This design comes from an exercise in tuning for small area on the open sky130 flow, not from production work.
At most, simulation tests tie the RTL to the original design; equivalence was not proved.
Power is estimated from default activity; no workload was simulated.

oak:
Design apg_datagen, start of the top module:
module apg_datagen (
    input  wire        clk,
    input  wire        rst,         
    input  wire        cfg_we,
    input  wire [4:0]  cfg_addr,
    input  wire [31:0] cfg_wdata,
    input  wire        restart,
    input  wire        ev_valid,
    input  wire [3:0]  ev_func,
    input  wire        ev_inv,
    input  wire [4:0]  ev_wm1,      
    input  wire [15:0] ev_x,
    input  wire [15:0] ev_y,
    output reg         d_valid,
    output reg  [31:0] d,
    output reg         param_zero,
    output reg         bad_write
);
For scale: roughly 3,700 cells after synthesis, ~640 flip-flops, about 120 I/O pins.
make LEC_CHECK=0 CAP_MARGIN=20 CORE_MARGIN=2 CORE_UTILIZATION=25 CTS_BUF_LIST=sky130_fd_sc_hd__clkbuf_4 SLEW_MARGIN=20 SYNTH_HIERARCHICAL=1 SYNTH_MINIMUM_KEEP_SIZE=0 finish   # period 60.0 ns
run.sh (not shown) runs the stock make flow with config.mk's settings and CLKGATE_MAP_FILE= SYNTH_SCRIPT=/design/flow/synth_recipe.tcl, a recipe that flattens the netlist after the stock synthesis.
Setup changes, oak to pine
- CTS_BUF_LIST no longer set, was sky130_fd_sc_hd__clkbuf_4
==> flow/flow/run.sh (new file) <==
#!/bin/bash
# Standard ORFS layout with three changes that only affect the cells added by
# the layout itself:
#  - port buffers are sky130_fd_sc_hd__buf_1 (every input and output port
#    still gets its own buffer);
#  - the clock tree is built from sky130_fd_sc_hd__clkbuf_4 without dummy
#    loads;
#  - after global routing, cells with timing slack are downsized
#    (repair_timing -recover_power).
# Each tool's full output stays in its ORFS log (orfs/logs/...); make's
# output goes to standard.log.
set -euo pipefail
export BUFFER_PORTS_ARGS="-buffer_cell sky130_fd_sc_hd__buf_1"
export CTS_ARGS="-sink_clustering_enable -repair_clock_nets -buf_list sky130_fd_sc_hd__clkbuf_4 -dont_use_dummy_load"
export RECOVER_POWER=100
bash standard.sh > standard.log 2>&1
==> flow/standard.sh (new file) <==
#!/bin/bash
# synth_recipe.tcl (not shown) runs the flow's synth.tcl, then flattens the netlist and writes it again
# the make line also repeats each setting of config.mk as NAME=value (left out here)
make -C /OpenROAD-flow-scripts/flow DESIGN_CONFIG=/design/flow/config.mk WORK_HOME=/design/flow/orfs CLKGATE_MAP_FILE= SYNTH_SCRIPT=/design/flow/synth_recipe.tcl "${@:-finish}"
removed: flow/run.sh
Notes after the runs:
pine -> stages 100% | layout checks FAIL | capacitance limit, slew limit
Diff oak -> pine | via count of the first global-routing pass | decrease of 802
Area after synthesis came out exactly the same in oak and pine.
Number of DRC markers after the initial detailed-route iteration was higher in the run labelled pine.
Final critical delay including setup and external delays for pine is higher than for oak.
From oak to pine the numbers moved as follows: sequential cell area fraction in the yosys report did not really move, core utilization went down by 1.0 points, number of non-filler instances in the completed layout decreased by 114 relative to the old numbers.
No functional check of the RTL was part of any run of this note.

---

Setup of run 1:
Another version of the RTL of apg_datagen (not shown whole).
Size in the first run: roughly 640 flip-flops, roughly 120 I/O pins, ~39000 sq um of cells after synthesis.
export LEC_CHECK = 0
export CAP_MARGIN = 20
export CELL_PAD_IN_SITES_DETAIL_PLACEMENT = 2
export CELL_PAD_IN_SITES_GLOBAL_PLACEMENT = 2
export CORE_MARGIN = 2
export CORE_UTILIZATION = 30
export PLACE_DENSITY = 0.35
export SLEW_MARGIN = 20
export SYNTH_HIERARCHICAL = 1
export SYNTH_MINIMUM_KEEP_SIZE = 0
create_clock -name core_clock -period 60.0 [get_ports {clk}]
standard.sh (not shown) runs the stock make flow with config.mk's settings and CLKGATE_MAP_FILE= SYNTH_SCRIPT=/design/flow/synth_recipe.tcl, a recipe that flattens the netlist after the stock synthesis.
==> flow/flow/run.sh <==
#!/bin/bash
# Standard ORFS layout with two changes that only affect the cells added by
# the layout itself:
#  - port buffers are sky130_fd_sc_hd__buf_1 (every input and output port
#    still gets its own buffer);
#  - the clock tree is built from sky130_fd_sc_hd__clkbuf_8, with clusters
#    of at most 16 flip-flops and 60 um, and without dummy loads.
# Each tool's full output stays in its ORFS log (orfs/logs/...); make's
# output goes to standard.log.
set -euo pipefail
export BUFFER_PORTS_ARGS="-buffer_cell sky130_fd_sc_hd__buf_1"
export CTS_ARGS="-sink_clustering_enable -repair_clock_nets -buf_list sky130_fd_sc_hd__clkbuf_8 -sink_clustering_size 16 -sink_clustering_max_diameter 60 -dont_use_dummy_load"
bash standard.sh > standard.log 2>&1
Changes in run 2 relative to run 1:
Settings: CORE_UTILIZATION: 30 -> 40; PLACE_DENSITY: 0.35 -> 0.45; CELL_PAD_IN_SITES_GLOBAL_PLACEMENT: 2 -> 1; CELL_PAD_IN_SITES_DETAIL_PLACEMENT: 2 -> 1.
Findings:
- Against run 1, run 2 reports a placement-stage worst setup slack that is higher.
- All of run 1 and run 2 finish clean.
- Re total power divided by cell area: run 1 was higher than run 2.
- Non-clock buffer count is lower on run 2
- From run 1 to run 2 the numbers moved as follows: post-route clock period utilization shrank by 0.40 points, slack of the critical path higher, largest fanout on the critical path fell 8.3%.
Input changes introduced in run 3 (baseline for comparison: run 2):
Settings: changing CELL_PAD_IN_SITES_GLOBAL_PLACEMENT from 1 to 2; changing CELL_PAD_IN_SITES_DETAIL_PLACEMENT from 1 to 2; changing PLACE_DENSITY from 0.45 to 0.35; changing CORE_UTILIZATION from 40 to 30.
==> flow/flow/run.sh <==
#!/bin/bash
# Standard ORFS layout with two changes that only affect the cells added by
# the layout itself:
#  - port buffers are sky130_fd_sc_hd__buf_1 (every input and output port
#    still gets its own buffer);
#  - the clock tree is built from sky130_fd_sc_hd__clkbuf_8, with clusters
#    of at most 12 flip-flops and 70 um, and without dummy loads.
# Each tool's full output stays in its ORFS log (orfs/logs/...); make's
# output goes to standard.log.
set -euo pipefail
export BUFFER_PORTS_ARGS="-buffer_cell sky130_fd_sc_hd__buf_1"
export CTS_ARGS="-sink_clustering_enable -repair_clock_nets -buf_list sky130_fd_sc_hd__clkbuf_8 -sink_clustering_size 12 -sink_clustering_max_diameter 70 -dont_use_dummy_load"
bash standard.sh > standard.log 2>&1
==> summary.txt <==
- Against run 2, the final cell area of run 3 is higher.
- Of run 2 and run 3, the run reporting the lower met3 track demand over resource in global routing was run 3.
- Critical path depth: run 3 > run 2
- Compare run 2 and run 3 | number of iterations in the first detailed-routing pass higher: run 3
- The higher worst hold slack of run 2 and run 3 is in run 3.
- Comparing run 2 against run 3, there is no change at all in distinct cell type count after synthesis.
[inputs] run 4 vs run 3
==> flow/flow/run.sh <==
#!/bin/bash
# Standard ORFS layout with two changes that only affect the cells added by
# the layout itself:
#  - port buffers are sky130_fd_sc_hd__buf_1 (every input and output port
#    still gets its own buffer);
#  - the clock tree is built from sky130_fd_sc_hd__clkbuf_4, with clusters
#    of at most 8 flip-flops and 50 um, and without dummy loads.
# Each tool's full output stays in its ORFS log (orfs/logs/...); make's
# output goes to standard.log.
set -euo pipefail
export BUFFER_PORTS_ARGS="-buffer_cell sky130_fd_sc_hd__buf_1"
export CTS_ARGS="-sink_clustering_enable -repair_clock_nets -buf_list sky130_fd_sc_hd__clkbuf_4 -sink_clustering_size 8 -sink_clustering_max_diameter 50 -dont_use_dummy_load"
bash standard.sh > standard.log 2>&1
[summary]
Looking only at clock-cell share of area, and setting everything else aside, the higher value of run 4 and run 3 goes to run 3. Run 3 → run 4: sequential share of layout area shows an increase of 0.19 points; fmax stayed essentially flat.

-- static timing again, ports no longer ideal --
In the flow no input, the clock included, has a driving cell. The finished layouts below were timed again as built, in two steps. Step 1, drivers: a clkbuf_16 drives clk and a buf_2 each remaining input, both assumed. Step 2 times the ports against the registers' clock, not the clock port: input delays grow and output delays shrink by t, the midpoint of the rising clock arrivals with the driver on. Three values: no drivers, after step 1, after step 2; two values: the first two.
run | t, ns | setup slack, ns | hold WS [ns] | cell pins on the clock port's net
oak | 1.102 | 18.344 / 18.306 / 17.204 | 0.586 / 0.586 / 0.586 | 1
pine | 1.083 | 14.741 / 14.698 / 13.615 | 0.595 / 0.595 / 0.595 | 1
run 1 | 0.809 | 19.845 / 19.889 / 19.080 | 0.477 / 0.477 / 0.477 | 1
run 2 | 0.766 | 20.084 / 20.103 / 19.337 | 0.471 / 0.471 / 0.471 | 1
run 3 | 0.794 | 19.858 / 19.903 / 19.109 | 0.478 / 0.478 / 0.478 | 1
run 4 | 1.079 | 19.977 / 20.020 / 18.941 | 0.470 / 0.470 / 0.470 | 1
For oak, which loses most, drivers alone change the setup slack by -0.038 ns; drivers and shift together by -1.140 ns.
